This is an optimization exercise on Yosys and OpenROAD, whose aim is small area, a short achievable clock period and few clock cycles per item, not a production implementation. The RTL was checked by simulation tests, not by an equivalence proof against the original design. Power and IR drop assume default switching activity.

// ufe_corr
module ufe_corr (
    input  wire               clk,
    input  wire               rst,           
    input  wire               in_valid,
    output wire               in_ready,
    input  wire signed [11:0] in_dn,
    input  wire signed [11:0] in_up,
    input  wire        [4:0]  cfg_lag_max,   
    input  wire        [14:0] cfg_peak_min,  
    output reg                done,
    output reg         [1:0]  pair_code,     
    output reg  signed [31:0] dt,
    output reg         [14:0] peak
);
Size in the first run: roughly 2300 flip-flops, about 98 I/O pins, roughly 0.11 mm^2 of cells after synthesis.
export LEC_CHECK = 0
export CAP_MARGIN = 20
export CORE_MARGIN = 8
export CORE_UTILIZATION = 55
export PLACE_DENSITY = 0.65
export SETUP_SLACK_MARGIN = 0.4
export SLEW_MARGIN = 20
create_clock -name core_clock -period 15.0 [get_ports {clk}]
run.sh (not shown) runs the stock make flow with config.mk's settings and CLKGATE_MAP_FILE= SYNTH_SCRIPT=/design/flow/synth_recipe.tcl, a recipe that flattens the netlist after the stock synthesis.
Testbench counts at the start, summed over its fixed seeds: cycles 48,390, items 128.
Then changed:
- CORE_UTILIZATION: 55 -> 40
- PLACE_DENSITY: 0.65 -> 0.6
Design area rises by 1.1%.
First-iteration DRC count falls by 2.1%.
Via count barely changes.
Total power rises by 0.45%.
Flip-flop and latch count stays the same.
Final cell count rises by 7.4%.
Register-to-register slack gains 690 ps.
Clock power rises by about 1%.

* * *

ufe_corr, a different RTL version from the one above (not shown whole).
Size: ~14,000 cells after synthesis, about 2,300 flip-flops, roughly 0.12 mm2 of cells after synthesis.
## ufe_corr
module ufe_corr (
    input  wire               clk,
    input  wire               rst,           
    input  wire               in_valid,
    output wire               in_ready,
    input  wire signed [11:0] in_dn,
    input  wire signed [11:0] in_up,
    input  wire        [4:0]  cfg_lag_max,   
    input  wire        [14:0] cfg_peak_min,  
    output reg                done,
    output reg         [1:0]  pair_code,     
    output reg  signed [31:0] dt,
    output reg         [14:0] peak
);
    localparam CODE_OK      = 2'd0;
    localparam CODE_LOWCORR = 2'd2;
    localparam CODE_EDGE    = 2'd3;
    localparam ST_IDLE = 2'd0;               
    localparam ST_RUN  = 2'd1;               
    localparam ST_SCAN = 2'd2;               
    reg        [1:0]  st;
    reg               in_rdy;
    reg               x_v;                   
    reg        [5:0]  x_k;                   
    reg signed [11:0] x_dn, x_up;
    reg        [3:0]  c;                     
    reg        [3:0]  sl;                    
    reg        [4:0]  hx;                    
    reg        [4:0]  L;                     
    reg        [14:0] pmin;
    reg        [6:0]  kin;                   
    reg               lastw;                 
    reg               wv;                    
    reg        [5:0]  tc;                    
    reg        [4:0]  ss;                    
    assign in_ready = in_rdy;
    wire xfer = in_valid & in_rdy & ~rst;
    wire [4:0] L_new = (cfg_lag_max == 5'd0) ? 5'd1 :
                       (cfg_lag_max > 5'd16) ? 5'd16 : cfg_lag_max;
  ...
clock: 15.0 ns
lec_check: 0
abc_area: 1
cap_margin: 20
core_margin: 8
core_utilization: 55
place_density: 0.65
setup_slack_margin: 0.4
slew_margin: 20
The baseline completed with no timing, DRC or antenna violations.
Testbench counts at the start, summed over its fixed seeds: cycles 48,390, items 128.
Change:
Settings changed: ABC_AREA 1 to not set, CORE_UTILIZATION 55 to 40, PLACE_DENSITY 0.65 to 0.6.
The new run ran to the end with no violations.
Flip-flop and latch count is unchanged.
Final area came out lower by 3.8%.
Sequential share of layout area came out higher by 1.6 points.
Register-to-register slack loses 0.77 ns.
First-iteration DRC count came out lower by about 20%.

* * *

ufe_corr, a different RTL version from the one above (not shown whole).
For scale: about 2400 flip-flops, roughly 120000 µm² of cells after synthesis.
==> flow/config.mk <==
export PLATFORM = sky130hd
export DESIGN_NAME = ufe_corr
export DESIGN_NICKNAME = ufe_corr
export VERILOG_FILES = /design/flow/design.v
export SDC_FILE = /design/flow/constraint.sdc
export NUM_CORES = 4
export LEC_CHECK = 0
export ABC_AREA = 1
export CAP_MARGIN = 20
export CORE_MARGIN = 8
export CORE_UTILIZATION = 40
export PLACE_DENSITY = 0.6
export SETUP_SLACK_MARGIN = 0.4
export SLEW_MARGIN = 20
==> flow/constraint.sdc <==
create_clock -name core_clock -period 15.0 [get_ports {clk}]
set_input_delay 3.0000 -clock core_clock [delete_from_list [all_inputs] [get_ports {clk}]]
set_output_delay 3.0000 -clock core_clock [all_outputs]
set_load 0.01 [all_outputs]
The starting point finished clean.
Testbench counts at the start, summed over its fixed seeds: cycles 48,518, items 128.
Rerun with:
ABC_AREA = default   (was 1)
Effect: Non-clock buffer count came out lower by 29; maximum frequency stays flat; sequential share of layout area went up by 2.1 points; sequential power came out lower by roughly a tenth; global-route usage decreases by 1.4 points; synthesized cell count fell by a quarter to a third; cell area shrinks by a few percent; setup slack stays flat; die area drops by a few percent; utilization barely changes.

[static timing again, ports no longer ideal]
In the flow no input, the clock included, has a driving cell. The finished layouts below were timed again as built, in two steps.
Step 1: set_driving_cell puts a clkbuf_16 on clk and a buf_2 on each other input, an assumption about the parent block.
Step 2 times the ports against the registers' clock, not the clock port: input delays grow and output delays shrink by t, the midpoint of the rising clock arrivals with the driver on.
Three values: ideal, step 1, step 2; two values: the first two.
run	t (ns)	setup slack, ns	worst setup path after step 2
the first run of note 1	0.958	9.116 / 9.116 / 8.840	input to register
the second run of note 1	0.995	9.572 / 9.476 / 9.431	input to register
the first run of note 2	0.969	9.825 / 9.738 / 8.931	input to register
the second run of note 2	0.958	9.300 / 9.300 / 9.300	register to register
the first run of note 3	1.016	9.804 / 9.702 / 10.029	register to register
the second run of note 3	0.956	9.806 / 9.718 / 9.312	input to register
After both steps setup and hold are still met in every run listed. The setup slack of the first run of note 2, which loses most, moves by -0.087 ns with the drivers and by -0.894 ns with both steps.
